This is an optimization exercise on Yosys and OpenROAD, whose aim is small area, a short achievable clock period and few clock cycles per item, not a production implementation.
In this exercise RTL edits were held to simulation tests only and were not proved equivalent to the original.

==> design.v <==
module lg_enc (
    input  wire        clk,
    input  wire        rst,           
    input  wire        cmd_valid,
    output wire        cmd_ready,
    input  wire [2:0]  cmd_ec,        
    input  wire        cmd_lossless,  
    input  wire        cmd_trg,
    input  wire        cmd_ev,
    input  wire [4:0]  cmd_pos,
    input  wire        cmd_load,      
    input  wire [11:0] cmd_pred1,
    input  wire [11:0] cmd_pred2,
    input  wire        smp_valid,
    output wire        smp_ready,
    input  wire [11:0] smp_data,
    output reg         out_valid,
    input  wire        out_ready,
    output reg  [31:0] out_data,
    output reg  [5:0]  out_len,
    output reg         out_last
);
    integer i;
    function [1:0] add3;
        input [1:0] x, y;
        reg   [2:0] t;
        begin
            t = x + y;
            add3 = (t >= 3'd6) ? 2'd0 : ((t >= 3'd3) ? t[1:0] - 2'd3 : t[1:0]);
        end
    endfunction
    function [4:0] mod12;
        input [11:0] t;
        input [2:0]  a;
        reg   [1:0]  m3;
        reg   [4:0]  h5, m5, m9, m17;
        reg   [5:0]  h9, h17;
        begin
            m3  = add3(add3(add3(t[1:0], t[3:2]), add3(t[5:4], t[7:6])), add3(t[9:8], t[11:10]));
            h5  = {3'b0, t[1:0]} + {3'b0, t[5:4]} + {3'b0, t[9:8]}
                + {3'b0, ~t[3:2]} + {3'b0, ~t[7:6]} + {3'b0, ~t[11:10]} + 5'd1;
            m5  = (h5 >= 5'd15) ? (h5 - 5'd15) : ((h5 >= 5'd10) ? (h5 - 5'd10) : ((h5 >= 5'd5) ? (h5 - 5'd5) : h5));
            h9  = {3'b0, t[2:0]} + {3'b0, t[8:6]} + {3'b0, ~t[5:3]} + {3'b0, ~t[11:9]} + 6'd4;
            m9  = (h9 >= 6'd27) ? (h9 - 6'd27) : ((h9 >= 6'd18) ? (h9 - 6'd18) : ((h9 >= 6'd9) ? (h9 - 6'd9) : h9));
            h17 = {2'b0, t[3:0]} + {2'b0, t[11:8]} + {2'b0, ~t[7:4]} + 6'd2;
            m17 = (h17 >= 6'd34) ? (h17 - 6'd34) : ((h17 >= 6'd17) ? (h17 - 6'd17) : h17);
            case (a)
                3'd1:    mod12 = {3'd0, m3};
                3'd2:    mod12 = m5;
                3'd3:    mod12 = m9;
                3'd4:    mod12 = m17;
                default: mod12 = 5'd0;
            endcase
        end
    endfunction
    function [4:0] subm;
        input [4:0] y, z, s;
        reg   [5:0] d;
        begin
            d = {1'b0, y} - {1'b0, z};
            subm = d[5] ? (d[4:0] + s) : d[4:0];
        end
    endfunction
    function [4:0] dblsub;
        input [4:0] y, z, s;
        reg   [6:0] d;
        begin
            d = {1'b0, y, 1'b0} - {2'b0, z};
            dblsub = d[6] ? (d[4:0] + s) : ((d[5:0] >= {1'b0, s}) ? (d[4:0] - s) : d[4:0]);
        end
    endfunction
    function [4:0] centre;
        input [4:0] w, s;
        input [3:0] e;
        begin
            centre = (w <= {1'b0, e}) ? w : (w - s);
        end
    endfunction
    reg         c_v;
    reg  [2:0]  c_a;        
    reg  [9:0]  c_hdr;      
    reg         c_load;
    reg  [11:0] c_p1, c_p2;
    reg         cr_o;       
    assign cmd_ready = cr_o;
    reg  [4:0]  j_in;       
    reg  [2:0]  ai;         
    reg         rdy;        
    reg         rdy_n;      
    reg  [1:0]  fcnt;       
    reg  [11:0] f0_x, f1_x;
    reg  [2:0]  f0_a, f1_a;
    reg         f0_first, f1_first;
    reg         s1_v;
    reg  [1:0]  s1_ph;      
    reg  [11:0] s1_x;
    reg  [4:0]  s1_rx;      
    reg  [9:0]  h_l;        
    reg  [9:0]  h_o;        
    reg         s2_v;
    reg  [12:0] s2_q;       
    reg  [2:0]  s2_a;
    reg         s3_v;
    reg  [12:0] s3_y;       
    reg  [2:0]  s3_a;
    reg         s4_v;
    reg  [12:0] s4_u;
    reg  [4:0]  j_w;        
    reg         a_valid;    
    reg  [4:0]  rd_f;       
    reg  [12:0] sr [0:31];
    reg  [12:0] hreg;
    reg         h_v;
    reg         hj;
    wire head_code = a_valid && !hj && !(h_v && rd_f == 5'd31);
    wire adv4  = (hj || !head_code || !h_v) && !(j_w == 5'd31 && a_valid);
    wire wr    = s4_v && adv4;
    wire dr    = !s4_v && (j_w == 5'd0) && a_valid && (hj || (head_code && !h_v));
    wire sh    = wr || dr;
    wire go3   = !s4_v || adv4;
    wire adv3  = s3_v && go3;
    wire go2   = !s3_v || go3;
    wire adv2  = s2_v && go2;
    wire go1   = !s2_v || go2;
    wire prep1 = s1_v && s1_ph[1];
    wire skip  = pop && f0_first && !c_load && (c_a == el);
    wire take  = prep1 || skip;
    wire prep2 = s1_v && s1_ph[0];
    wire adv1  = s1_v && (s1_ph == 2'd0) && go1;
    wire free1 = !s1_v || adv1;
    wire pop   = (fcnt != 2'd0) && free1;
    assign smp_ready = !rdy_n;
    wire push  = smp_valid && rdy;
    reg  [11:0] x1, x2;
    reg  [2:0]  el;         
    reg  [3:0]  e_l;        
    wire [4:0]  s_l   = {e_l, 1'b1};                  
    wire [4:0]  c4095 = {1'b0, {4{e_l[3]}}};          
    reg  [4:0]  rho1;
    reg  [4:0]  rhop;
    wire [11:0] x1e = c_load ? c_p1 : x1;
    wire [11:0] x2e = c_load ? c_p2 : x2;
    wire [13:0] pp;
    ks_add #(14) u_pp (.a({1'b0, x1, 1'b0}), .b(~{2'b0, x2}), .ci(1'b1), .s(pp), .co());
    wire        p_neg = pp[13];
    wire        p_big = !pp[13] && pp[12];
    wire [11:0] mod_in = prep1 ? x1e : (prep2 ? pp[11:0] : f0_x);
    wire [2:0]  mod_a  = prep1 ? c_a : (prep2 ? el : f0_a);
    wire [4:0]  mod_o  = mod12(mod_in, mod_a);
    wire [4:0]  sg_0 = centre(subm(5'd0,  s1_rx, s_l), s_l, e_l);
    wire [4:0]  sg_c = centre(subm(c4095, s1_rx, s_l), s_l, e_l);
    wire [4:0]  sg_p = centre(subm(rhop,  s1_rx, s_l), s_l, e_l);
    wire [4:0]  sg   = p_neg ? sg_0 : (p_big ? sg_c : sg_p);
    wire [7:0]  xh    = s1_x[11:4];
    wire [7:0]  xh_p  = xh + 8'd1;
    wire [7:0]  xh_m  = xh - 8'd1;
    wire        xh_0  = (xh == 8'd0);
    wire        xh_f  = (xh == 8'hFF);
    wire [5:0]  lo_0  = {2'b0, s1_x[3:0]} + {sg_0[4], sg_0};
    wire [5:0]  lo_c  = {2'b0, s1_x[3:0]} + {sg_c[4], sg_c};
    wire [5:0]  lo_p  = {2'b0, s1_x[3:0]} + {sg_p[4], sg_p};
    wire        n_0 = lo_0[5] && xh_0;
    wire        n_c = lo_c[5] && xh_0;
    wire        n_p = lo_p[5] && xh_0;
    wire        b_0 = !lo_0[5] && lo_0[4] && xh_f;
    wire        b_c = !lo_c[5] && lo_c[4] && xh_f;
    wire        b_p = !lo_p[5] && lo_p[4] && xh_f;
    wire [5:0]  lo     = p_neg ? lo_0 : (p_big ? lo_c : lo_p);
    wire        xu_neg = p_neg ? n_0 : (p_big ? n_c : n_p);
    wire        xu_big = p_neg ? b_0 : (p_big ? b_c : b_p);
    wire [7:0]  xu_h   = lo[5] ? xh_m : (lo[4] ? xh_p : xh);
    wire [11:0] xr     = xu_neg ? 12'd0 : (xu_big ? 12'd4095 : {xu_h, lo[3:0]});
    wire [4:0]  rn_0 = dblsub(5'd0,  rho1, s_l);
    wire [4:0]  rn_c = dblsub(c4095, rho1, s_l);
    wire [4:0]  rn_p = dblsub(rhop,  rho1, s_l);
    wire        r1_0 = xu_neg || (!xu_big && p_neg);
    wire        r1_c = !xu_neg && (xu_big || (!p_neg && p_big));
    wire [4:0]  rho1_n = r1_0 ? 5'd0 : (r1_c ? c4095 : rhop);
    wire [4:0]  rhop_n = r1_0 ? rn_0 : (r1_c ? rn_c : rn_p);
    wire [12:0] xmp  = p_neg ? {1'b0, s1_x} : (p_big ? ({1'b0, s1_x} - 13'd4095) : ({1'b0, s1_x} - {1'b0, pp[11:0]}));
    wire [12:0] v    = xmp + {{8{sg[4]}}, sg};
    wire [12:0] y0 = s2_q - (s2_q << s2_a);
    wire [12:0] y1 = y0 + (y0 << {s2_a, 1'b0});
    wire [12:0] y2 = s3_y + ((s3_a == 3'd4) ? 13'd0 : (s3_y << {s3_a, 2'b0}));
    wire [12:0] y3 = y2 + ((s3_a == 3'd1) ? (y2 << 8) : 13'd0);
    wire [12:0] q  = (s3_a == 3'd0) ? s3_y : y3;
    wire [12:0] u  = {q[11:0], 1'b0} ^ {13{q[12]}};
    reg  [12:0] mem [0:31];
    reg  [5:0]  rc  [0:12];     
    function [5:0] rc_add;
        input [5:0] base;
        input [5:0] b;
        input       ci;
        input       ovf;
        reg   [6:0] c;
        reg   [5:0] sm;
        integer k;
        begin
            c[0] = ci;
            for (k = 0; k < 6; k = k + 1) begin
                sm[k]  = base[k] ^ b[k] ^ c[k];
                c[k+1] = (base[k] & b[k]) | (base[k] & c[k]) | (b[k] & c[k]);
            end
            rc_add = (ovf || c[6]) ? 6'd63 : sm;
        end
    endfunction
    wire [18:0] ux = {6'd0, s4_u};
    reg  [5:0]  rc_n [0:12];
    always @* begin
        for (i = 0; i < 12; i = i + 1)
            rc_n[i] = rc_add((j_w == 5'd0) ? 6'd0 : rc[i], ux[i+1 +: 6], s4_u[i], (ux >> (i + 7)) != 19'd0);
        rc_n[12] = ((j_w == 5'd0) ? 6'd0 : rc[12]) + {5'd0, s4_u[12]};
    end
    reg  [3:0]  k_c;
    reg  [5:0]  sl [0:11];
    always @* begin
        k_c = 4'd12;
        for (i = 11; i >= 0; i = i - 1)
            if (!rc[i][5] || rc[i][4:0] == 5'd0)
                k_c = i[3:0];
        for (i = 0; i < 12; i = i + 1)
            sl[i] = rc[i][5] ? 6'd32 : rc[i];
    end
    wire [8:0] lsum = {3'd0, rc[12]} + sl[0] + sl[1] + sl[2] + sl[3] + sl[4] + sl[5]
                    + sl[6] + sl[7] + sl[8] + sl[9] + sl[10] + sl[11];
    wire       raw_c = lsum > 9'd384;
    reg         k_valid;
    reg  [3:0]  k_r;
    reg         raw_r;
    wire [3:0]  k_u   = k_valid ? k_r : k_c;
    wire        raw_u = k_valid ? raw_r : raw_c;
    reg         hdr_pend;    
    reg         cur_v;
    reg  [12:0] cur_ones;    
    reg         cur_fits;    
    reg  [5:0]  cur_len;     
    reg  [12:0] cur_dat;     
    reg         cur_raw;
    reg         cur_last;
    reg  [3:0]  cur_k;
    wire [12:0] uf      = h_v ? hreg : sr[31];
    wire [24:0] rot     = {12'd0, uf} << (4'd12 - k_u);
    wire [12:0] ones_f  = rot[24:12];
    wire [6:0]  tail_f  = {2'b0, ones_f[4:0]} + {3'd0, k_u} + 7'd1;
    wire        fits_f  = (ones_f[12:5] == 8'd0) && (tail_f <= 7'd32);
    wire [12:0] raw13   = uf[0] ? ~{1'b0, uf[12:1]} : {1'b0, uf[12:1]};
    wire [15:0] header  = {raw_u ? 4'd14 : k_u, h_o[9:7], h_o[6], h_o[5], 2'b00, h_o[4:0]};
    reg         sk_v;
    reg  [31:0] sk_data;
    reg  [5:0]  sk_len;
    reg         sk_last;
    wire can_emit = !out_valid || out_ready;
    wire go       = !sk_v;
    wire b_v      = cur_v || (hdr_pend && a_valid);
    wire send_hdr = go && !cur_v && hdr_pend && a_valid;
    wire consume  = go && cur_v && cur_fits;
    wire f_go     = (h_v || head_code) && (cur_v ? (cur_fits && !hdr_pend) : 1'b1);
    wire f_st     = (h_v || head_code) && !cur_v && !hdr_pend;
    wire fetch    = go ? f_go : f_st;
    wire signed [33:0] yv = {2'b10, cur_dat[12:1], 20'd0};
    wire [33:0] ysh     = yv >>> cur_ones[4:0];
    wire [5:0]  lng_len = (cur_ones >= 13'd32) ? 6'd32 : cur_ones[5:0];
    wire [12:0] ones_l  = (cur_ones[12:5] != 8'd0) ? {cur_ones[12:5] - 8'd1, cur_ones[4:0]} : 13'd0;
    wire [6:0]  tail_l  = {2'b0, ones_l[4:0]} + {3'd0, cur_k} + 7'd1;
    wire        fits_l  = (ones_l[12:5] == 8'd0) && (tail_l <= 7'd32);
    reg  [31:0] b_data;
    reg  [5:0]  b_len;
    always @* begin
        if (!cur_v) begin
            b_data = {header, 16'd0};
            b_len  = 6'd16;
        end else if (cur_fits) begin
            b_data = cur_raw ? {cur_dat, 19'd0} : ysh[32:1];
            b_len  = cur_len;
        end else begin
            b_data = 32'hFFFF_FFFF;
            b_len  = lng_len;
        end
    end
    always @(posedge clk) begin
        if (sh) begin
            sr[0] <= s4_u;
            for (i = 1; i < 32; i = i + 1)
                sr[i] <= sr[i-1];
        end
        if (!h_v && head_code && sh && !fetch)
            hreg <= sr[31];
        if (wr)
            for (i = 0; i < 13; i = i + 1)
                rc[i] <= rc_n[i];
        if (!c_v) begin
            c_a    <= (cmd_lossless || cmd_ec > 3'd4) ? 3'd0 : cmd_ec;
            c_hdr  <= {cmd_lossless ? 3'd0 : cmd_ec, cmd_trg, cmd_ev,
                       (cmd_trg | cmd_ev) ? cmd_pos : 5'd0};
            c_load <= cmd_load;
            c_p1   <= cmd_pred1;
            c_p2   <= cmd_pred2;
        end
        if (j_in == 5'd0)
            ai <= c_a;
        if (fcnt == 2'd0 || (fcnt == 2'd1 && pop)) begin
            f0_x     <= smp_data;
            f0_a     <= (j_in == 5'd0) ? c_a : ai;
            f0_first <= (j_in == 5'd0);
        end else if (pop) begin
            f0_x     <= f1_x;
            f0_a     <= f1_a;
            f0_first <= f1_first;
        end
        if (rdy) begin
            f1_x     <= smp_data;
            f1_a     <= (j_in == 5'd0) ? c_a : ai;
            f1_first <= (j_in == 5'd0);
        end
        if (pop) begin
            s1_x  <= f0_x;
            s1_rx <= mod_o;
        end
        if (take)
            h_l <= c_hdr;
        if (j_in == 5'd31)
            h_o <= h_l;
        if (adv1) begin
            s2_q <= v;
            s2_a <= el;
        end
        if (adv2) begin
            s3_y <= (s2_a == 3'd0) ? s2_q : y1;
            s3_a <= s2_a;
        end
        if (adv3)
            s4_u <= u;
        if (k_valid == 1'b0) begin
            k_r   <= k_c;
            raw_r <= raw_c;
        end
        if (can_emit) begin
            out_data <= sk_v ? sk_data : b_data;
            out_len  <= sk_v ? sk_len  : b_len;
            out_last <= sk_v ? sk_last : (cur_v && cur_fits && cur_last);
        end
        if (!sk_v) begin
            sk_data <= b_data;
            sk_len  <= b_len;
            sk_last <= cur_v && cur_fits && cur_last;
        end
        if (fetch) begin
            cur_ones <= ones_f;
            cur_fits <= raw_u || fits_f;
            cur_len  <= raw_u ? 6'd13 : tail_f[5:0];
            cur_dat  <= raw_u ? raw13 : {rot[11:0], 1'b0};
            cur_raw  <= raw_u;
            cur_last <= (rd_f == 5'd31);
            cur_k    <= k_u;
        end else if (go && cur_v && !cur_fits) begin
            cur_ones <= ones_l;
            cur_fits <= fits_l;
            cur_len  <= tail_l[5:0];
        end
        if (rst) begin
            c_v       <= 1'b0;
            j_in      <= 5'd0;
            rdy       <= 1'b0;
            fcnt      <= 2'd0;
            s1_v      <= 1'b0;
            s1_ph     <= 2'd0;
            s2_v      <= 1'b0;
            s3_v      <= 1'b0;
            s4_v      <= 1'b0;
            j_w       <= 5'd0;
            x1        <= 12'd2048;
            x2        <= 12'd2048;
            el        <= 3'd0;
            e_l       <= 4'd0;
            rho1      <= 5'd0;
            rhop      <= 5'd0;
            a_valid   <= 1'b0;
            rd_f      <= 5'd0;
            h_v       <= 1'b0;
            hj        <= 1'b0;
            k_valid   <= 1'b0;
            hdr_pend  <= 1'b0;
            cur_v     <= 1'b0;
            out_valid <= 1'b0;
            sk_v      <= 1'b0;
            cr_o      <= 1'b1;
            rdy_n     <= 1'b1;
        end else begin
            if (!c_v)
                c_v <= cmd_valid;
            else if (take)
                c_v <= 1'b0;
            j_in <= j_in + {4'd0, push};
            fcnt <= fcnt + {1'b0, push} - {1'b0, pop};
            rdy  <= (fcnt + {1'b0, rdy} - {1'b0, pop} < 2'd2) &&
                    ((c_v && !take) || (j_in != 5'd0 && j_in != 5'd31));
            rdy_n <= !((fcnt + {1'b0, rdy} - {1'b0, pop} < 2'd2) &&
                       ((c_v && !take) || (j_in != 5'd0 && j_in != 5'd31)));
            if (pop) begin
                s1_v  <= 1'b1;
                s1_ph <= {f0_first && !skip, 1'b0};
            end else if (adv1) begin
                s1_v  <= 1'b0;
            end
            if (prep1) begin
                s1_ph <= 2'd1;
                el    <= c_a;
                e_l   <= (c_a == 3'd0) ? 4'd0 : (4'd1 << (c_a - 3'd1));
                x1    <= x1e;
                x2    <= x2e;
                rho1  <= mod_o;
            end
            if (prep2) begin
                s1_ph <= 2'd0;
                rhop  <= mod_o;
            end
            if (adv1) begin
                x2   <= x1;
                x1   <= xr;
                rho1 <= rho1_n;
                rhop <= rhop_n;
            end
            if (adv1)
                s2_v <= 1'b1;
            else if (adv2)
                s2_v <= 1'b0;
            if (adv2)
                s3_v <= 1'b1;
            else if (adv3)
                s3_v <= 1'b0;
            if (adv3)
                s4_v <= 1'b1;
            else if (wr)
                s4_v <= 1'b0;
            if (wr) begin
                j_w <= j_w + 5'd1;
                if (j_w == 5'd31) begin
                    a_valid  <= 1'b1;
                    rd_f     <= 5'd0;
                    k_valid  <= 1'b0;
                    hdr_pend <= 1'b1;
                end
            end
            if (a_valid)
                k_valid <= 1'b1;
            if (send_hdr)
                hdr_pend <= 1'b0;
            if (h_v) begin
                if (fetch)
                    h_v <= 1'b0;
            end else if (head_code && sh && !fetch) begin
                h_v <= 1'b1;
            end
            if (sh)
                hj <= 1'b0;
            else if (!h_v && head_code && fetch)
                hj <= 1'b1;
            if (wr && j_w == 5'd31)
                hj <= 1'b0;
            if (fetch) begin
                rd_f <= rd_f + 5'd1;
                if (rd_f == 5'd31)
                    a_valid <= 1'b0;
            end
            if (fetch)
                cur_v <= 1'b1;
            else if (consume)
                cur_v <= 1'b0;
            if (can_emit)
                out_valid <= sk_v || b_v;
            if (sk_v)
                sk_v <= !can_emit;
            else
                sk_v <= b_v && !can_emit;
            cr_o <= c_v ? take : !cmd_valid;
        end
    end
endmodule
module ks_add #(parameter W = 8) (
    input  wire [W-1:0] a,
    input  wire [W-1:0] b,
    input  wire         ci,
    output wire [W-1:0] s,
    output wire         co
);
    reg [W-1:0] g, p, gn, pn, c;
    integer i, d;
    always @* begin
        g = a & b;
        p = a ^ b;
        g[0] = g[0] | (p[0] & ci);
        for (d = 1; d < W; d = d * 2) begin
            gn = g;
            pn = p;
            for (i = d; i < W; i = i + 1) begin
                gn[i] = g[i] | (p[i] & g[i-d]);
                pn[i] = p[i] & p[i-d];
            end
            g = gn;
            p = pn;
        end
        c = {g[W-2:0], ci};
    end
    assign s  = a ^ b ^ c;
    assign co = g[W-1];
endmodule
==> run.sh <==
#!/bin/bash
# synth_recipe.tcl (not shown) runs the flow's synth.tcl, then flattens the netlist and writes it again
# the make line also repeats each setting of config.mk as NAME=value (left out here)
make -C /OpenROAD-flow-scripts/flow DESIGN_CONFIG=/design/flow/config.mk WORK_HOME=/design/flow/orfs CLKGATE_MAP_FILE= SYNTH_SCRIPT=/design/flow/synth_recipe.tcl finish
==> config.mk <==
export PLATFORM = sky130hd
export DESIGN_NAME = lg_enc
export DESIGN_NICKNAME = lg_enc
export VERILOG_FILES = /design/flow/design.v
export SDC_FILE = /design/flow/constraint.sdc
export NUM_CORES = 4
export LEC_CHECK = 0
export CAP_MARGIN = 20
export CORE_MARGIN = 2
export CORE_UTILIZATION = 60
export SLEW_MARGIN = 20
==> constraint.sdc <==
create_clock -name core_clock -period 35.0 [get_ports {clk}]
set_input_delay 7.0000 -clock core_clock [delete_from_list [all_inputs] [get_ports {clk}]]
set_output_delay 7.0000 -clock core_clock [all_outputs]
set_load 0.01 [all_outputs]
==> results.py, run 1 <==
metrics = {
    "timing": {
        "fmax_mhz": 117,
        "finalCritPeriodShare_pct": 24.4,
        "drv_slew": 0,
        "period_needed_ns": 8.55,
        "clock_skew_ns": 0.0524,
        "rsz0062_at_grt": "false",
        "hold_violations": 0,
        "setup_tns_ns": 0,
        "setup_violations": 0,
        "slew_headroom_pct": 27.6,
        "worst_pin_slew_ns": 1.07,
    },
    "yosys": {
        "ys_async_sr_fraction_pct": 0,
        "ys.warnings.count": 6,
        "synth_edf_count": 737,
        "syn_nets": 4447,
        "synth_seq_cells": 860,
        "postSynthCellCount": 3971,
        "synthTopCellsByCount": "737 x edfxtp_1, 300 x nand2_1, 270 x inv_1, 269 x nor2_1, 263 x ha_1",
        "synthTopCellsByArea": "edfxtp_1 47%, ha_1 7.0%, fa_1 6.8%, dfxtp_1 5.3%, a21oi_1 2.7%",
        "yosysTopAreaCellShare_pct": 47.3,
        "netlist_area_um2": 46800,
        "syn_avg_cell_area_um2": 11.8,
        "yosys.area.top_type": "edfxtp_1",
        "ys.flop_type": "edfxtp_1",
        "synth_cell_type_count": 93,
        "yosysMostFrequentCell": "edfxtp_1",
        "synth_seq_area_share_pct": 52.6,
    },
    "final_layout": {
        "syn_to_final_growth_pct": 10.6,
        "drive_above_1_share_pct": 7.96,
        "final_core_util_pct": 66.9,
        "finalNonFillerCells": 5173,
        "nNetsFinal": 4533,
        "num_antenna_cells": 0,
        "design_area_um2": 51700,
    },
    "route": {
        "antenna_left": 0,
        "wire_per_inst_um": 20.9,
        "viasPerCell": 5.97,
        "drt_first_iter_violations": 2622,
        "wl_um": 108000,
        "num_vias": 30900,
        "drc_errors": 0,
        "firstDrtPassIters": 6,
    },
    "worst_setup_path": {
        "cp-end-kind": "output port",
        "r2r_setup_slack_ns": 26.77,
        "path_max_fanout": 1,
        "critPathKind": "flop to output port",
        "cpPeakStageDelay_ns": 0.55,
        "worstPathBufferInverterCount": 1,
        "startpoint_type": "flop",
        "arrival_ns": 1.55,
        "crit_slowest_cell": "clkdlybuf4s50_1",
        "crit_required_ns": 28.00,
        "cp_top_family": "buffers and inverters",
        "crit_chain": "clkdlybuf4s50_1",
    },
    "flow_run": {
        "cap_violations": 0,
    },
    "placement": {
        "io_buffer_count": 94,
        "routabilityCongestion": 0.935,
        "dp_hpwl_um": 76500,
        "place_inst": 5006,
        "place_area_um2": 48800,
    },
    "clock_tree": {
        "clock_latency_ns": 0.69,
        "post_cts_buffers": 0,
        "cts_resized": 0,
        "cts_made_buffers": 88,
        "clock_tree.buffer_depth": 3,
        "cts_tree": "yes",
        "hold_buffers": 0,
        "cts-root-buf": "clkbuf_16",
        "h-tree-depth": 3,
        "cts.sinks": 860,
        "path_clk_slew_ns": 0.06,
    },
    "grt": {
        "grt_usage_pct": 26.8,
        "antenna_found_initial": 1,
        "first_global_vias": 31100,
        "grt_max_degree": 218,
        "grt_pass1_wl_um": 171000,
        "overflow": 0,
    },
    "die": {
        "io_pins": 95,
        "fp.dieW_um": 283,
        "rows": 102,
        "core_um2": 77300,
        "initial_core_util_pct": 60.5,
        "die_area_um2": 80200,
        "die_h_um": 283,
    },
    "run_status": {
        "run_status": "no timing/DRC/antenna violations",
    },
    "worst_hold_path": {
        "min_path_type": "flop to flop",
    },
}
## state kept, by name (all words and copies together) (netlist names), 32 cells and up
register,flops
out_data,32
rc,78
sk_data,32
sr,416
## final timing paths
kind                              startpoint           end  depth (start not counted)
worst max-delay path            out_data[14]  out_data[14]                          1
worst min-delay path                sr[1][9]      sr[2][9]                          0
worst max register to register         x2[2]       rhop[2]                         31
worst min register to register      sr[1][9]      sr[2][9]                          0
## metrics by stage
step,hold slack [ns],setup slack [ns]
after floorplan,0.400,18.36
after global placement,0.400,26.36
after detailed placement,0.405,26.32
after CTS,0.401,26.40
after global routing,0.401,26.26
final,0.406,26.45
## cells by family after synthesis
kind of cell | after synthesis | synth area share (%)
buffers and inverters | 408 | 3.36
multiplexers | 165 | 3.84
adder cells (fa/ha/maj) | 423 | 13.9
AND/OR/NAND/NOR | 1105 | 11.6
XOR/XNOR | 187 | 3.52
flip-flops | 860 | 52.6
AO/OA/AOI/OAI | 823 | 11.2
## area by class of cell
cell class	count	area (um^2)
sequential	860	24600
fill	5791	25600
clock buffer	107	2330
clock inverter	59	519
timing repair buffer	127	1220
multi-input combinational	2703	20700
inverter	277	1040
tap	1040	1300
## routing by layer
| metal | track usage [%] | vias up | wire [um] | share of wire, % |
|---|---|---|---|---|
| li1 | - | 14500 | - | - |
| met1 | 36.6 | 15100 | 46200 | 43 |
| met2 | 44.9 | 1044 | 52300 | 48 |
| met3 | 3.52 | 212 | 6130 | 5.7 |
| met5 | 0 | - | 10 | 0.0093 |
| met4 | 8.43 | 2 | 3250 | 3.0 |
## placed cells by master, fill, tap and decap left out, drive strengths merged, types with 23 or more instances in the layout
cell	n
edfxtp	737
nand2	300
inv	279
nor2	270
ha	263
a21oi	251
o21ai	216
fa	160
dfxtp	123
xnor2	114
nand2b	113
clkbuf	107
mux2i	95
clkdlybuf4s50	93
xor2	73
and2	72
nor2b	71
nand3	66
mux2	65
nor3	53
a21o	52
or2	47
clkinv	47
a211oi	38
buf	34
a31oi	29
o21bai	23
o21a	23
Testbench counts, summed over its fixed seeds: cycles 11,232, blocks 320.
==> inputs of run 2 (changes only) <==
==> flow/run.sh (new file) <==
#!/bin/bash
# The standard layout, with two changes to how it is made:
#  - the port buffers are sky130_fd_sc_hd__buf_4 instead of the default pick
#    (a delay buffer);
#  - clock tree synthesis runs without dummy loads.
# make's full output goes to flow_make.log; ORFS keeps each step's log under
# orfs/logs.
set -euo pipefail
export BUFFER_PORTS_ARGS="-buffer_cell sky130_fd_sc_hd__buf_4"
export CTS_ARGS="-sink_clustering_enable -repair_clock_nets -dont_use_dummy_load"
bash standard.sh > flow_make.log 2>&1
==> standard.sh (new file) <==
#!/bin/bash
# synth_recipe.tcl (not shown) runs the flow's synth.tcl, then flattens the netlist and writes it again
# the make line also repeats each setting of config.mk as NAME=value (left out here)
make -C /OpenROAD-flow-scripts/flow DESIGN_CONFIG=/design/flow/config.mk WORK_HOME=/design/flow/orfs CLKGATE_MAP_FILE= SYNTH_SCRIPT=/design/flow/synth_recipe.tcl "${@:-finish}"
--- a/config.mk
+++ b/config.mk
@@ -8,4 +8,6 @@
 export CAP_MARGIN = 20
 export CORE_MARGIN = 2
 export CORE_UTILIZATION = 60
+export CTS_CLUSTER_DIAMETER = 120
+export CTS_CLUSTER_SIZE = 24
 export SLEW_MARGIN = 20
removed: run.sh
==> results.py, run 2 <==
metrics = {
    "clock_tree": {
        "cts_made_buffers": 88,
        "cts-root-buf": "clkbuf_16",
        "cts_tree": "yes",
        "hold_buffers": 0,
        "post_cts_buffers": 0,
        "cts_resized": 0,
        "clock_latency_ns": 0.67,
        "cts.sinks": 860,
        "h-tree-depth": 3,
        "clock_tree.buffer_depth": 3,
        "path_clk_slew_ns": 0.06,
    },
    "yosys": {
        "postSynthCellCount": 3971,
        "netlist_area_um2": 46800,
        "synth_seq_cells": 860,
        "synth_cell_type_count": 93,
        "yosys.area.top_type": "edfxtp_1",
        "ys.flop_type": "edfxtp_1",
        "synthTopCellsByArea": "edfxtp_1 47%, ha_1 7.0%, fa_1 6.8%, dfxtp_1 5.3%, a21oi_1 2.7%",
        "yosysTopAreaCellShare_pct": 47.3,
        "yosysMostFrequentCell": "edfxtp_1",
        "syn_avg_cell_area_um2": 11.8,
        "ys_async_sr_fraction_pct": 0,
        "ys.warnings.count": 6,
        "synthTopCellsByCount": "737 x edfxtp_1, 300 x nand2_1, 270 x inv_1, 269 x nor2_1, 263 x ha_1",
        "synth_edf_count": 737,
        "syn_nets": 4447,
        "synth_seq_area_share_pct": 52.6,
    },
    "grt": {
        "grt_usage_pct": 26.5,
        "antenna_found_initial": 0,
        "overflow": 0,
        "grt_pass1_wl_um": 169000,
        "first_global_vias": 30600,
        "grt_max_degree": 208,
    },
    "final_layout": {
        "nNetsFinal": 4533,
        "drive_above_1_share_pct": 9.25,
        "layout_commonest_cell": "edfxtp_1",
        "reg_top3": "sr: 416 flops, rc: 78 flops",
        "multi_input_area_um2": 20700,
        "design_area_um2": 50800,
        "final_cell_mix": "737 x edfxtp_1, 300 x nand2_1, 269 x inv_1",
        "syn_to_final_growth_pct": 8.64,
        "register_area_um2": 24600,
        "num_antenna_cells": 0,
        "final_core_util_pct": 65.7,
        "fill_cells": 5798,
        "largest_reg_flops": 416,
        "regMostFlops": "sr",
    },
    "timing": {
        "worst_pin_slew_ns": 1.07,
        "finalCritPeriodShare_pct": 23.7,
        "period_needed_ns": 8.31,
        "setup_tns_ns": 0,
        "fmax_mhz": 120,
        "clock_skew_ns": 0.0901,
        "setup_violations": 0,
        "hold_ws_ns": 0.363,
        "hold_violations": 0,
        "slew_headroom_pct": 28.2,
        "rsz0062_at_grt": "false",
        "drv_slew": 0,
    },
    "worst_setup_path": {
        "reg2reg_to": "rhop[2]",
        "cp_top_family": "adder cells",
        "worstPathBufferInverterCount": 4,
        "cpPeakStageDelay_ns": 0.72,
        "r2r_setup_slack_ns": 26.69,
        "r2r-start": "x2[2]",
        "crit_required_ns": 35.40,
        "critPathKind": "flop to flop",
        "arrival_ns": 8.70,
        "r2r_cells": 31,
        "path_max_fanout": 9,
        "startpoint_type": "flop",
        "cp-end-kind": "flop",
        "crit_slowest_cell": "fa_1",
    },
    "die": {
        "initial_core_util_pct": 60.5,
        "fp.dieW_um": 283,
        "die_area_um2": 80200,
        "core_um2": 77300,
        "io_pins": 95,
        "die_h_um": 283,
        "rows": 102,
    },
    "worst_hold_path": {
        "hold_end": "sr[28][7]",
        "min_path_type": "flop to flop",
        "hp-start": "sr[27][7]",
        "whs_path_depth": 0,
    },
    "route": {
        "wire_per_inst_um": 20.9,
        "wl_um": 107000,
        "viasPerCell": 6.01,
        "drt_first_iter_violations": 2806,
        "firstDrtPassIters": 6,
        "drc_errors": 0,
        "antenna_left": 0,
        "num_vias": 30600,
    },
    "placement": {
        "dp_hpwl_um": 75500,
        "routabilityCongestion": 0.922,
        "place_area_um2": 48600,
        "io_buffer_count": 94,
    },
    "run_status": {
        "run_status": "no timing/DRC/antenna violations",
    },
    "flow_run": {
        "cap_violations": 0,
    },
}
## run 2: cell type report
cell class                      instances  share of cell area, %
Multi-Input combinational cell       2703                   40.7
Clock buffer                           88                   4.33
Timing Repair Buffer                  127                   1.91
Sequential cell                       860                   48.4
Tap cell                             1040                   2.56
Inverter                              277                   2.05
## run 2: kinds of logic (layout without fill, tap and decap cells)
| kind of cell | Yosys count | after routing | share of synthesized area (%) |
|---|---|---|---|
| AO/OA/AOI/OAI | 823 | 823 | 11.2 |
| XOR/XNOR | 187 | 187 | 3.52 |
| adder cells (fa/ha/maj) | 423 | 423 | 13.9 |
| buffers and inverters | 408 | 492 | 3.36 |
| flip-flops | 860 | 860 | 52.6 |
| multiplexers | 165 | 165 | 3.84 |
| AND/OR/NAND/NOR | 1105 | 1105 | 11.6 |
## run 2: through the flow
stage / cells / setup slack (ns)
2_1_floorplan: 3971 / 18.36
3_3_place_gp: 5007 / 26.72
3_5_place_dp: 5007 / 26.70
4_1_cts: 5095 / 26.79
5_1_grt: 5095 / 26.10
6_report: 5095 / 26.69
## run 2: worst reg2reg max path, delay by kind of cell (launching register included)
family          cells  cell delay, ns
xor+xnor            1            0.17
compound gates     13            2.94
flops               1            0.33
simple gates        6            1.08
buf+inv             4            0.47
fa+ha+maj           7            3.08
## run 2: worst max-delay path by stage
stage | start | endpoint | slack [ns] | cells after the start
final | x2[2] | rhop[2] | 26.69 | 31
after floorplan | j_w[0] | hreg[0] | 18.36 | 8
after global routing | x2[2] | rhop[2] | 26.10 | 31
after detailed placement | rst | x1[11] | 26.70 | 5
after CTS | out_data[10] | out_data[10] | 26.79 | 1
after global placement | rst | x1[11] | 26.72 | 5
## run 2: per-layer routing
metal	share of wire (%)	track usage (%)	wire length [um]
met1	44	36.7	46600
met2	48	44.3	51600
met3	5.1	3.28	5420
met4	2.8	7.69	2950
met5	0	0	0
==> inputs of run 3 (changes only) <==
--- a/config.mk
+++ b/config.mk
@@ -8,6 +8,4 @@
 export CAP_MARGIN = 20
 export CORE_MARGIN = 2
 export CORE_UTILIZATION = 60
-export CTS_CLUSTER_DIAMETER = 120
-export CTS_CLUSTER_SIZE = 24
 export SLEW_MARGIN = 20
==> results.py, run 3 <==
metrics = {
    "final_layout": {
        "fill_cells": 5798,
        "regMostFlops": "sr",
        "final_cell_mix": "737 x edfxtp_1, 300 x nand2_1, 269 x inv_1",
        "layout_commonest_cell": "edfxtp_1",
        "nNetsFinal": 4533,
        "num_antenna_cells": 0,
        "register_area_um2": 24600,
        "drive_above_1_share_pct": 9.25,
        "multi_input_area_um2": 20700,
        "design_area_um2": 50800,
        "syn_to_final_growth_pct": 8.64,
        "largest_reg_flops": 416,
        "reg_top3": "sr: 416 flops, rc: 78 flops",
    },
    "worst_setup_path": {
        "arrival_ns": 8.70,
        "crit_slowest_cell": "fa_1",
        "critPathKind": "flop to flop",
        "cp-end-kind": "flop",
        "path_max_fanout": 9,
        "r2r_cells": 31,
        "r2r_setup_slack_ns": 26.69,
        "crit_required_ns": 35.40,
        "startpoint_type": "flop",
        "cpPeakStageDelay_ns": 0.72,
    },
    "clock_tree": {
        "cts-root-buf": "clkbuf_16",
        "cts_made_buffers": 88,
        "clock_tree.buffer_depth": 3,
        "h-tree-depth": 3,
        "cts_resized": 0,
        "clock_latency_ns": 0.67,
        "hold_buffers": 0,
        "cts.sinks": 860,
        "cts_tree": "yes",
        "path_clk_slew_ns": 0.06,
        "post_cts_buffers": 0,
    },
    "timing": {
        "rsz0062_at_grt": "false",
        "fmax_mhz": 120,
        "drv_slew": 0,
        "worst_pin_slew_ns": 1.07,
        "finalCritPeriodShare_pct": 23.7,
        "clock_skew_ns": 0.0901,
        "period_needed_ns": 8.31,
        "slew_headroom_pct": 28.2,
        "hold_ws_ns": 0.363,
        "setup_tns_ns": 0,
        "hold_violations": 0,
        "setup_violations": 0,
    },
    "die": {
        "die_area_um2": 80200,
        "initial_core_util_pct": 60.5,
        "fp.dieW_um": 283,
        "core_um2": 77300,
        "die_h_um": 283,
        "rows": 102,
        "io_pins": 95,
    },
    "placement": {
        "routabilityCongestion": 0.922,
        "place_area_um2": 48600,
        "dp_hpwl_um": 75500,
        "io_buffer_count": 94,
    },
    "route": {
        "drt_first_iter_violations": 2806,
        "antenna_left": 0,
        "firstDrtPassIters": 6,
        "num_vias": 30600,
        "viasPerCell": 6.01,
        "wl_um": 107000,
        "drc_errors": 0,
        "wire_per_inst_um": 20.9,
    },
    "yosys": {
        "postSynthCellCount": 3971,
        "netlist_area_um2": 46800,
        "yosysTopAreaCellShare_pct": 47.3,
        "yosys.area.top_type": "edfxtp_1",
        "synth_seq_area_share_pct": 52.6,
        "syn_nets": 4447,
        "ys_async_sr_fraction_pct": 0,
        "synth_cell_type_count": 93,
        "yosysMostFrequentCell": "edfxtp_1",
        "syn_avg_cell_area_um2": 11.8,
        "synth_edf_count": 737,
        "synthTopCellsByArea": "edfxtp_1 47%, ha_1 7.0%, fa_1 6.8%, dfxtp_1 5.3%, a21oi_1 2.7%",
        "synth_seq_cells": 860,
        "synthTopCellsByCount": "737 x edfxtp_1, 300 x nand2_1, 270 x inv_1, 269 x nor2_1, 263 x ha_1",
        "ys.flop_type": "edfxtp_1",
        "ys.warnings.count": 6,
    },
    "grt": {
        "overflow": 0,
        "grt_max_degree": 208,
        "first_global_vias": 30600,
        "grt_pass1_wl_um": 169000,
        "grt_usage_pct": 26.5,
        "antenna_found_initial": 0,
    },
    "worst_hold_path": {
        "min_path_type": "flop to flop",
        "whs_path_depth": 0,
    },
    "run_status": {
        "run_status": "no timing/DRC/antenna violations",
    },
    "flow_run": {
        "cap_violations": 0,
    },
}
==> run 3: cell type report <==
cell class	count	area share [%]
Tap cell	1040	2.56
Clock buffer	88	4.33
Sequential cell	860	48.4
Timing Repair Buffer	127	1.91
Inverter	277	2.05
Multi-Input combinational cell	2703	40.7
==> run 3: path summary, 6_finish.rpt <==
kind / from / endpoint
worst min-delay path: sr[27][7] / sr[28][7]
worst min register to register: sr[27][7] / sr[28][7]
worst max-delay path: x2[2] / rhop[2]
worst max register to register: x2[2] / rhop[2]
==> run 3: cell families (layout without fill, tap and decap cells) <==
| family | count (synthesis) | after routing | synth area share [%] |
|---|---|---|---|
| AND/OR/NAND/NOR | 1105 | 1105 | 11.6 |
| flip-flops | 860 | 860 | 52.6 |
| AO/OA/AOI/OAI | 823 | 823 | 11.2 |
| adder cells (fa/ha/maj) | 423 | 423 | 13.9 |
| buffers and inverters | 408 | 492 | 3.36 |
| XOR/XNOR | 187 | 187 | 3.52 |
| multiplexers | 165 | 165 | 3.84 |
==> run 3: metrics by stage <==
stage | setup WS [ns] | std cells | util (%)
after CTS | 26.79 | 5095 | 65.7
after detailed placement | 26.70 | 5007 | 62.8
final | 26.69 | 5095 | 65.7
after global routing | 26.10 | 5095 | 65.7
after global placement | 26.72 | 5007 | 62.8
after floorplan | 18.36 | 3971 | -
==> run 3: metal layers <==
metal	wire length, um	vias to the layer above	share of wire, %	track usage, %
met2	51600	958	48	44.3
met3	5420	195	5.1	3.28
met1	46600	15100	44	36.7
li1	-	14400	-	-
met5	0	-	0	0
met4	2950	0	2.8	7.69
==> run 3: worst max-delay path: cells and delay by family (launching register included) <==
kind	cells	cell delay, ns
adders and majority gates	7	3.08
AOI/OAI and AO/OA	13	2.94
and+or+nand+nor	6	1.08
buffers and inverters	4	0.47
DFF	1	0.33
xor gates and xnor gates	1	0.17
==> inputs of run 4 (changes only) <==
--- a/design.v
+++ b/design.v
@@ -138,13 +138,14 @@
     wire [4:0]  c4095 = {1'b0, {4{e_l[3]}}};          
     reg  [4:0]  rho1;
     reg  [4:0]  rhop;
+    reg  [11:0] pp_r;       
     wire [11:0] x1e = c_load ? c_p1 : x1;
     wire [11:0] x2e = c_load ? c_p2 : x2;
     wire [13:0] pp;
     ks_add #(14) u_pp (.a({1'b0, x1, 1'b0}), .b(~{2'b0, x2}), .ci(1'b1), .s(pp), .co());
     wire        p_neg = pp[13];
     wire        p_big = !pp[13] && pp[12];
-    wire [11:0] mod_in = prep1 ? x1e : (prep2 ? pp[11:0] : f0_x);
+    wire [11:0] mod_in = prep1 ? x1e : (prep2 ? pp_r : f0_x);
     wire [2:0]  mod_a  = prep1 ? c_a : (prep2 ? el : f0_a);
     wire [4:0]  mod_o  = mod12(mod_in, mod_a);
     wire [4:0]  sg_0 = centre(subm(5'd0,  s1_rx, s_l), s_l, e_l);
@@ -318,6 +319,8 @@
         end
         if (take)
             h_l <= c_hdr;
+        if (prep1)
+            pp_r <= {x1e[10:0], 1'b0} - x2e;
         if (j_in == 5'd31)
             h_o <= h_l;
         if (adv1) begin
==> results.py, run 4 <==
metrics = {
    "clock_tree": {
        "clock_latency_ns": 0.68,
        "cts_tree": "yes",
        "post_cts_buffers": 0,
        "h-tree-depth": 3,
        "cts.sinks": 872,
        "path_clk_slew_ns": 0.06,
        "hold_buffers": 0,
        "clock_tree.buffer_depth": 3,
        "cts_resized": 0,
        "cts_made_buffers": 91,
        "cts-root-buf": "clkbuf_16",
    },
    "final_layout": {
        "drive_above_1_share_pct": 9.44,
        "nNetsFinal": 4621,
        "reg_top3": "sr: 416 flops, rc: 78 flops",
        "syn_to_final_growth_pct": 8.74,
        "num_antenna_cells": 0,
        "final_cell_mix": "749 x edfxtp_1, 281 x inv_1, 276 x ha_1",
        "layout_commonest_cell": "edfxtp_1",
        "finalNonFillerCells": 5181,
        "largest_reg_flops": 416,
        "regMostFlops": "sr",
    },
    "timing": {
        "hold_violations": 0,
        "clock_skew_ns": 0.0961,
        "setup_tns_ns": 0,
        "fmax_mhz": 122,
        "hold_ws_ns": 0.371,
        "drv_slew": 0,
        "period_needed_ns": 8.17,
        "rsz0062_at_grt": "false",
        "setup_violations": 0,
        "slew_headroom_pct": 27.9,
        "finalCritPeriodShare_pct": 23.4,
        "worst_pin_slew_ns": 1.08,
    },
    "placement": {
        "routabilityCongestion": 0.887,
        "io_buffer_count": 94,
        "place_inst": 5089,
        "dp_hpwl_um": 73500,
    },
    "yosys": {
        "ys_async_sr_fraction_pct": 0,
        "synthTopCellsByCount": "749 x edfxtp_1, 283 x inv_1, 276 x ha_1, 268 x nand2_1, 265 x nor2_1",
        "synth_edf_count": 749,
        "ys.flop_type": "edfxtp_1",
        "yosysTopAreaCellShare_pct": 47.1,
        "syn_avg_cell_area_um2": 11.8,
        "ys.warnings.count": 6,
        "netlist_area_um2": 47800,
        "yosys.area.top_type": "edfxtp_1",
        "syn_nets": 4527,
        "yosysMostFrequentCell": "edfxtp_1",
        "synthTopCellsByArea": "edfxtp_1 47%, ha_1 7.2%, fa_1 6.7%, dfxtp_1 5.2%, a21oi_1 2.5%",
        "postSynthCellCount": 4039,
        "synth_seq_area_share_pct": 52.2,
        "synth_cell_type_count": 95,
        "synth_seq_cells": 872,
    },
    "worst_setup_path": {
        "cp-end-kind": "output port",
        "crit_required_ns": 28.00,
        "critPathKind": "flop to output port",
        "worstPathBufferInverterCount": 1,
        "cp_top_family": "flip-flops",
        "arrival_ns": 1.17,
        "crit_chain": "buf_4",
        "cpPeakStageDelay_ns": 0.38,
        "path_max_fanout": 1,
        "startpoint_type": "flop",
        "crit_slowest_cell": "edfxtp_1",
        "r2r_setup_slack_ns": 27.11,
    },
    "die": {
        "core_um2": 78900,
        "io_pins": 95,
        "die_h_um": 286,
        "initial_core_util_pct": 60.6,
        "rows": 103,
        "die_area_um2": 81900,
        "fp.dieW_um": 286,
    },
    "run_status": {
        "run_status": "no timing/DRC/antenna violations",
    },
    "grt": {
        "antenna_found_initial": 2,
        "busiest_layer": "met2",
        "use_met1_pct": 35.4,
        "grt_max_degree": 91,
        "use_met2_pct": 41.9,
        "grt_pass1_wl_um": 164000,
        "grt_util_met3_pct": 3.14,
        "overflow": 0,
        "first_global_vias": 29600,
        "grt_usage_pct": 25.3,
    },
    "flow_run": {
        "cap_violations": 0,
    },
    "route": {
        "firstDrtPassIters": 6,
        "num_vias": 30400,
        "wl_um": 102000,
        "viasPerCell": 5.87,
        "wire_per_inst_um": 19.8,
        "drt_first_iter_violations": 2423,
        "drc_errors": 0,
        "antenna_left": 0,
    },
    "worst_hold_path": {
        "min_path_type": "flop to flop",
    },
}
## run 4: metrics by stage
step	util (%)	instance area (um^2)	setup WS, ns
global placement	62.9	49600	26.31
detailed placement	62.9	49600	26.27
floorplan	-	47800	18.32
global route	65.8	51900	26.47
CTS	65.8	51900	26.79
finish	65.8	51900	26.83
## run 4: cells by family (layout without fill, tap and decap cells)
logic type	count (synthesis)	in the layout	share of synthesized area [%]
compound gates	866	866	11.6
flops	872	872	52.2
buf+inv	422	514	3.36
xor+xnor	197	197	3.61
mux	166	166	3.89
fa+ha+maj	435	435	13.9
simple gates	1081	1081	11.4
## run 4: cell type report
cell class,instances,area (um^2)
clock buffer,91,2280
fill,6095,26900
inverter,287,1080
multi-input combinational,2745,21300
sequential,872,25000
tap,1050,1310
timing repair buffer,136,1040
## run 4: final timing paths
| kind | startpoint | to | cells past startpoint |
|---|---|---|---|
| setup reg to reg | s1_v | rhop[0] | 29 |
| hold reg to reg | sr[4][7] | sr[5][7] | 0 |
| hold / removal | sr[4][7] | sr[5][7] | 0 |
| setup / recovery | out_data[7] | out_data[7] | 1 |
## run 4: routing by layer
metal | wire [um] | up-vias
li1 | - | 14800
met1 | 46000 | 14700
met2 | 48900 | 784
met3 | 4920 | 171
met4 | 2620 | 2
met5 | 10 | -
Testbench counts of run 4, summed over its fixed seeds: cycles 11,232, blocks 320.
==> inputs of run 5 (changes only) <==
==> flow/run.sh (replaced) <==
#!/bin/bash
# The standard layout, with two changes to how it is made:
#  - the port buffers are sky130_fd_sc_hd__buf_4 instead of the default pick
#    (a delay buffer);
#  - clock tree synthesis runs without dummy loads, with sink clusters of
#    up to 24 flip-flops.
# make's full output goes to flow_make.log; ORFS keeps each step's log under
# orfs/logs.
set -euo pipefail
export BUFFER_PORTS_ARGS="-buffer_cell sky130_fd_sc_hd__buf_4"
export CTS_ARGS="-sink_clustering_enable -repair_clock_nets -dont_use_dummy_load -sink_clustering_size 24 -sink_clustering_max_diameter 120"
bash standard.sh > flow_make.log 2>&1
==> results.py, run 5 <==
metrics = {
    "route": {
        "antenna_left": 0,
        "drc_errors": 0,
        "wl_um": 101000,
        "num_vias": 30100,
        "wire_per_inst_um": 19.6,
        "firstDrtPassIters": 6,
        "viasPerCell": 5.87,
        "drt_first_iter_violations": 2370,
    },
    "clock_tree": {
        "cts-root-buf": "clkbuf_16",
        "clock_latency_ns": 0.63,
        "cts.sinks": 872,
        "clock_tree.buffer_depth": 3,
        "cts_made_buffers": 43,
        "cts_resized": 0,
        "cts_tree": "yes",
        "path_clk_slew_ns": 0.10,
        "h-tree-depth": 2,
        "hold_buffers": 0,
        "post_cts_buffers": 0,
    },
    "timing": {
        "period_needed_ns": 8.19,
        "finalCritPeriodShare_pct": 23.4,
        "setup_tns_ns": 0,
        "fmax_mhz": 122,
        "hold_violations": 0,
        "drv_slew": 0,
        "worst_pin_slew_ns": 1.07,
        "clock_skew_ns": 0.0631,
        "rsz0062_at_grt": "false",
        "slew_headroom_pct": 27.9,
        "setup_violations": 0,
    },
    "worst_setup_path": {
        "cp-end-kind": "output port",
        "worstPathBufferInverterCount": 1,
        "cpPeakStageDelay_ns": 0.42,
        "path_max_fanout": 1,
        "crit_required_ns": 28.00,
        "startpoint_type": "flop",
        "crit_slowest_cell": "edfxtp_1",
        "critPathKind": "flop to output port",
        "cp_top_family": "flip-flops",
        "arrival_ns": 1.19,
        "crit_chain": "buf_4",
    },
    "grt": {
        "overflow": 0,
        "grt_max_degree": 91,
        "grt_pass1_wl_um": 160000,
        "antenna_found_initial": 7,
        "grt_usage_pct": 24.7,
        "first_global_vias": 29000,
    },
    "final_layout": {
        "reg_top3": "sr: 416 flops, rc: 78 flops",
        "largest_reg_flops": 416,
        "finalNonFillerCells": 5133,
        "regMostFlops": "sr",
        "syn_to_final_growth_pct": 6.22,
        "num_antenna_cells": 0,
        "drive_above_1_share_pct": 8.38,
        "register_area_um2": 25000,
        "fill_cells": 6231,
        "layout_commonest_cell": "edfxtp_1",
        "multi_input_area_um2": 21300,
        "final_cell_mix": "749 x edfxtp_1, 281 x inv_1, 276 x ha_1",
        "nNetsFinal": 4573,
    },
    "placement": {
        "io_buffer_count": 94,
        "dp_hpwl_um": 73500,
        "routabilityCongestion": 0.887,
        "place_inst": 5089,
    },
    "yosys": {
        "netlist_area_um2": 47800,
        "ys_async_sr_fraction_pct": 0,
        "postSynthCellCount": 4039,
        "synthTopCellsByCount": "749 x edfxtp_1, 283 x inv_1, 276 x ha_1, 268 x nand2_1, 265 x nor2_1",
        "synth_seq_cells": 872,
        "yosysTopAreaCellShare_pct": 47.1,
        "yosysMostFrequentCell": "edfxtp_1",
        "ys.warnings.count": 6,
        "ys.flop_type": "edfxtp_1",
        "synth_cell_type_count": 95,
        "synth_edf_count": 749,
        "syn_nets": 4527,
        "syn_avg_cell_area_um2": 11.8,
        "synth_seq_area_share_pct": 52.2,
        "yosys.area.top_type": "edfxtp_1",
        "synthTopCellsByArea": "edfxtp_1 47%, ha_1 7.2%, fa_1 6.7%, dfxtp_1 5.2%, a21oi_1 2.5%",
    },
    "die": {
        "io_pins": 95,
        "initial_core_util_pct": 60.6,
        "core_um2": 78900,
        "die_h_um": 286,
        "fp.dieW_um": 286,
        "die_area_um2": 81900,
        "rows": 103,
    },
    "run_status": {
        "run_status": "no timing/DRC/antenna violations",
    },
    "flow_run": {
        "cap_violations": 0,
    },
    "worst_hold_path": {
        "min_path_type": "flop to flop",
    },
}
-- run 5: cell counts after synthesis --
Identical to the previous run, type by type.
-- run 5: final timing paths --
path / start / end / slack [ns] / depth (start not counted)
worst max-delay path: out_data[17] / out_data[17] / 26.81 / 1
worst min-delay path: sr[18][3] / sr[19][3] / 0.39 / 0
worst max register to register: s1_v / rhop[0] / 27.13 / 29
worst min register to register: sr[18][3] / sr[19][3] / 0.39 / 0
-- run 5: logic make-up (layout without fill, tap and decap cells) --
group / Yosys count / after routing / synth area share [%]
buffers and inverters: 422 / 466 / 3.36
adders and majority gates: 435 / 435 / 13.9
DFF: 872 / 872 / 52.2
AOI/OAI and AO/OA: 866 / 866 / 11.6
and+or+nand+nor: 1081 / 1081 / 11.4
muxes: 166 / 166 / 3.89
xor gates and xnor gates: 197 / 197 / 3.61
-- run 5: area by class of cell --
| type | instances | share of cell area, % |
|---|---|---|
| Timing Repair Buffer | 136 | 2.04 |
| Inverter | 287 | 2.12 |
| Clock buffer | 43 | 2.12 |
| Sequential cell | 872 | 49.2 |
| Tap cell | 1050 | 2.59 |
| Multi-Input combinational cell | 2745 | 41.9 |
-- run 5: metal layers --
metal	share of wire [%]	up-vias	global-route usage (%)
li1	-	14600	-
met1	45	14600	35.2
met2	47	684	40.9
met3	4.4	152	2.51
met4	2.9	0	6.98
met5	0	-	0
-- run 5: through the flow --
stage                     setup slack [ns]  hold slack [ns]  util [%]  area [um^2]
after CTS                            26.77            0.376      64.3        50700
after global routing                 26.49            0.394      64.3        50700
after floorplan                      18.32            0.400         -        47800
after detailed placement             26.27            0.405      62.9        49600
after global placement               26.31            0.401      62.9        49600
final                                26.81            0.387      64.3        50700
==> inputs of run 6 (changes only) <==
--- a/design.v
+++ b/design.v
@@ -138,14 +138,13 @@
     wire [4:0]  c4095 = {1'b0, {4{e_l[3]}}};          
     reg  [4:0]  rho1;
     reg  [4:0]  rhop;
-    reg  [11:0] pp_r;       
     wire [11:0] x1e = c_load ? c_p1 : x1;
     wire [11:0] x2e = c_load ? c_p2 : x2;
     wire [13:0] pp;
     ks_add #(14) u_pp (.a({1'b0, x1, 1'b0}), .b(~{2'b0, x2}), .ci(1'b1), .s(pp), .co());
     wire        p_neg = pp[13];
     wire        p_big = !pp[13] && pp[12];
-    wire [11:0] mod_in = prep1 ? x1e : (prep2 ? pp_r : f0_x);
+    wire [11:0] mod_in = prep1 ? x1e : (prep2 ? pp[11:0] : f0_x);
     wire [2:0]  mod_a  = prep1 ? c_a : (prep2 ? el : f0_a);
     wire [4:0]  mod_o  = mod12(mod_in, mod_a);
     wire [4:0]  sg_0 = centre(subm(5'd0,  s1_rx, s_l), s_l, e_l);
@@ -319,8 +318,6 @@
         end
         if (take)
             h_l <= c_hdr;
-        if (prep1)
-            pp_r <= {x1e[10:0], 1'b0} - x2e;
         if (j_in == 5'd31)
             h_o <= h_l;
         if (adv1) begin
==> results.py, run 6 <==
metrics = {
    "yosys": {
        "synth_edf_count": 737,
        "syn_nets": 4447,
        "syn_avg_cell_area_um2": 11.8,
        "yosysTopAreaCellShare_pct": 47.3,
        "netlist_area_um2": 46800,
        "synthTopCellsByCount": "737 x edfxtp_1, 300 x nand2_1, 270 x inv_1, 269 x nor2_1, 263 x ha_1",
        "synth_cell_type_count": 93,
        "ys.warnings.count": 6,
        "ys.flop_type": "edfxtp_1",
        "yosys.area.top_type": "edfxtp_1",
        "yosysMostFrequentCell": "edfxtp_1",
        "synth_seq_area_share_pct": 52.6,
        "ys_async_sr_fraction_pct": 0,
        "postSynthCellCount": 3971,
        "synth_seq_cells": 860,
        "synthTopCellsByArea": "edfxtp_1 47%, ha_1 7.0%, fa_1 6.8%, dfxtp_1 5.3%, a21oi_1 2.7%",
    },
    "route": {
        "num_vias": 30300,
        "drc_errors": 0,
        "wire_per_inst_um": 20.6,
        "firstDrtPassIters": 5,
        "viasPerCell": 6.00,
        "antenna_left": 0,
        "wl_um": 104000,
        "drt_first_iter_violations": 2749,
    },
    "grt": {
        "first_global_vias": 30100,
        "grt_max_degree": 208,
        "grt_usage_pct": 25.7,
        "grt_pass1_wl_um": 165000,
        "overflow": 0,
        "antenna_found_initial": 0,
    },
    "worst_setup_path": {
        "endpoint": "rhop[2]",
        "cp-end-kind": "flop",
        "cp-startpoint": "x2[2]",
        "critPathKind": "flop to flop",
        "reg2reg_to": "rhop[2]",
        "crit_required_ns": 35.44,
        "r2r_cells": 31,
        "crit_slowest_cell": "fa_1",
        "worstPathBufferInverterCount": 4,
        "cp.depth": 31,
        "arrival_ns": 8.77,
        "startpoint_type": "flop",
        "r2r_setup_slack_ns": 26.67,
        "cp_top_family": "adder cells",
        "cpPeakStageDelay_ns": 0.71,
        "path_max_fanout": 9,
        "r2r-start": "x2[2]",
    },
    "final_layout": {
        "num_antenna_cells": 0,
        "drive_above_1_share_pct": 8.23,
        "regMostFlops": "sr",
        "final_core_util_pct": 64.2,
        "reg_top3": "sr: 416 flops, rc: 78 flops",
        "finalNonFillerCells": 5050,
        "fill_cells": 5951,
        "largest_reg_flops": 416,
        "design_area_um2": 49700,
        "syn_to_final_growth_pct": 6.23,
        "final_cell_mix": "737 x edfxtp_1, 300 x nand2_1, 269 x inv_1",
        "layout_commonest_cell": "edfxtp_1",
        "nNetsFinal": 4488,
    },
    "timing": {
        "rsz0062_at_grt": "false",
        "finalCritPeriodShare_pct": 23.8,
        "clock_skew_ns": 0.0530,
        "setup_tns_ns": 0,
        "drv_slew": 0,
        "period_needed_ns": 8.33,
        "worst_pin_slew_ns": 1.10,
        "hold_violations": 0,
        "slew_headroom_pct": 26.2,
        "fin_ws_ns": 26.67,
        "setup_violations": 0,
        "fmax_mhz": 120,
    },
    "clock_tree": {
        "cts-root-buf": "clkbuf_16",
        "path_clk_slew_ns": 0.10,
        "cts.sinks": 860,
        "hold_buffers": 0,
        "cts_resized": 0,
        "cts_tree": "yes",
        "clock_tree.buffer_depth": 3,
        "clock_latency_ns": 0.60,
        "post_cts_buffers": 0,
        "h-tree-depth": 2,
        "cts_made_buffers": 43,
    },
    "die": {
        "rows": 102,
        "fp.dieW_um": 283,
        "io_pins": 95,
        "initial_core_util_pct": 60.5,
        "core_um2": 77300,
        "die_area_um2": 80200,
        "die_h_um": 283,
    },
    "placement": {
        "place_area_um2": 48600,
        "dp_hpwl_um": 75500,
        "place_inst": 5007,
        "routabilityCongestion": 0.922,
        "io_buffer_count": 94,
        "dpl_worst_slack_ns": 26.70,
    },
    "run_status": {
        "run_status": "no timing/DRC/antenna violations",
    },
    "worst_hold_path": {
        "min_path_type": "flop to flop",
    },
    "flow_run": {
        "cap_violations": 0,
    },
}
[run 6: cell types whose count changed after synthesis, moves of 7 or more]
cell      previous run  this run
a21boi_0            17        10
a21oi_1            237       251
edfxtp_1           749       737
nand3_1             52        66
nand2_1            268       300
ha_1               276       263
o211ai_1            22         9
mux2_2              58        65
a311oi_1             7        17
o21a_1              30        23
and2_1              82        70
o22ai_1             38        22
xnor2_1            129       113
inv_1              283       270
[run 6: worst min path at each step]
| stage | from | to | slack, ns | cells after the start |
|---|---|---|---|---|
| 2_1_floorplan | c_hdr[0] | h_l[0] | 0.40 | 0 |
| 3_3_place_gp | sr[13][2] | sr[14][2] | 0.40 | 0 |
| 3_5_place_dp | c_hdr[0] | h_l[0] | 0.40 | 0 |
| 4_1_cts | sr[5][12] | sr[6][12] | 0.39 | 0 |
| 5_1_grt | sr[27][7] | sr[28][7] | 0.40 | 0 |
| 6_report | sr[5][12] | sr[6][12] | 0.39 | 0 |
[run 6: cell families (layout without fill, tap and decap cells)]
| logic type | count (synthesis) | in the layout | synth area share (%) |
|---|---|---|---|
| and+or+nand+nor | 1105 | 1105 | 11.6 |
| DFF | 860 | 860 | 52.6 |
| xor gates and xnor gates | 187 | 187 | 3.52 |
| buffers and inverters | 408 | 447 | 3.36 |
| AOI/OAI and AO/OA | 823 | 823 | 11.2 |
| muxes | 165 | 165 | 3.84 |
| adders and majority gates | 423 | 423 | 13.9 |
[run 6: per-stage QoR]
stage          hold WS (ns)
4_1_cts               0.392
5_1_grt               0.396
6_report              0.391
3_3_place_gp          0.400
3_5_place_dp          0.405
2_1_floorplan         0.400
[run 6: final cells by class]
cell class                 instances  area, um^2  area share [%]
sequential                       860       24600            49.5
tap                             1040        1300            2.62
timing repair buffer             127         970            1.95
multi-input combinational       2703       20700            41.7
clock buffer                      43        1080            2.17
inverter                         277        1040            2.09
[run 6: layer usage]
metal / GRT usage, % / share of wire, % / vias to the layer above
li1: - / - / 14300
met5: 0 / 0 / -
met2: 43.1 / 48 / 883
met4: 6.71 / 2.5 / 0
met1: 36.3 / 44 / 15000
met3: 2.45 / 5.0 / 161
Testbench counts of run 6, summed over its fixed seeds: cycles 11,232, blocks 320.

-- afterwards: timing with drivers on the ports --
The flow's constraints put no driver on any port. The routed layouts listed below were extracted and timed again, unchanged, in two steps. Step 1 assumes that a clkbuf_16 drives the clock port and a buf_2 every other input. Step 2 adds t to the input delays and takes it off the output delays; t is the mean of the earliest and latest rising clock arrival at the registers after step 1. Input paths then give back, and output paths get back, about the clock's delay inside the block. Slacks: ideal / step 1 / step 2; pairs: ideal / step 1.
run	shift t [ns]	slack for setup (ns)	slew at the worst register clock pin (ns)
run 1	0.716	26.448 / 26.378 / 26.335	0.07 / 0.07
run 2	0.685	26.695 / 26.695 / 26.660	0.07 / 0.07
run 3	0.685	26.695 / 26.695 / 26.660	0.07 / 0.07
run 4	0.696	26.827 / 26.757 / 26.178	0.07 / 0.07
run 5	0.658	26.815 / 26.749 / 26.229	0.11 / 0.11
run 6	0.649	26.667 / 26.667 / 26.617	0.11 / 0.11
After both steps setup and hold are still met in every run listed. For run 4, which loses most, drivers alone change the setup slack by -0.070 ns; drivers and shift together by -0.649 ns.
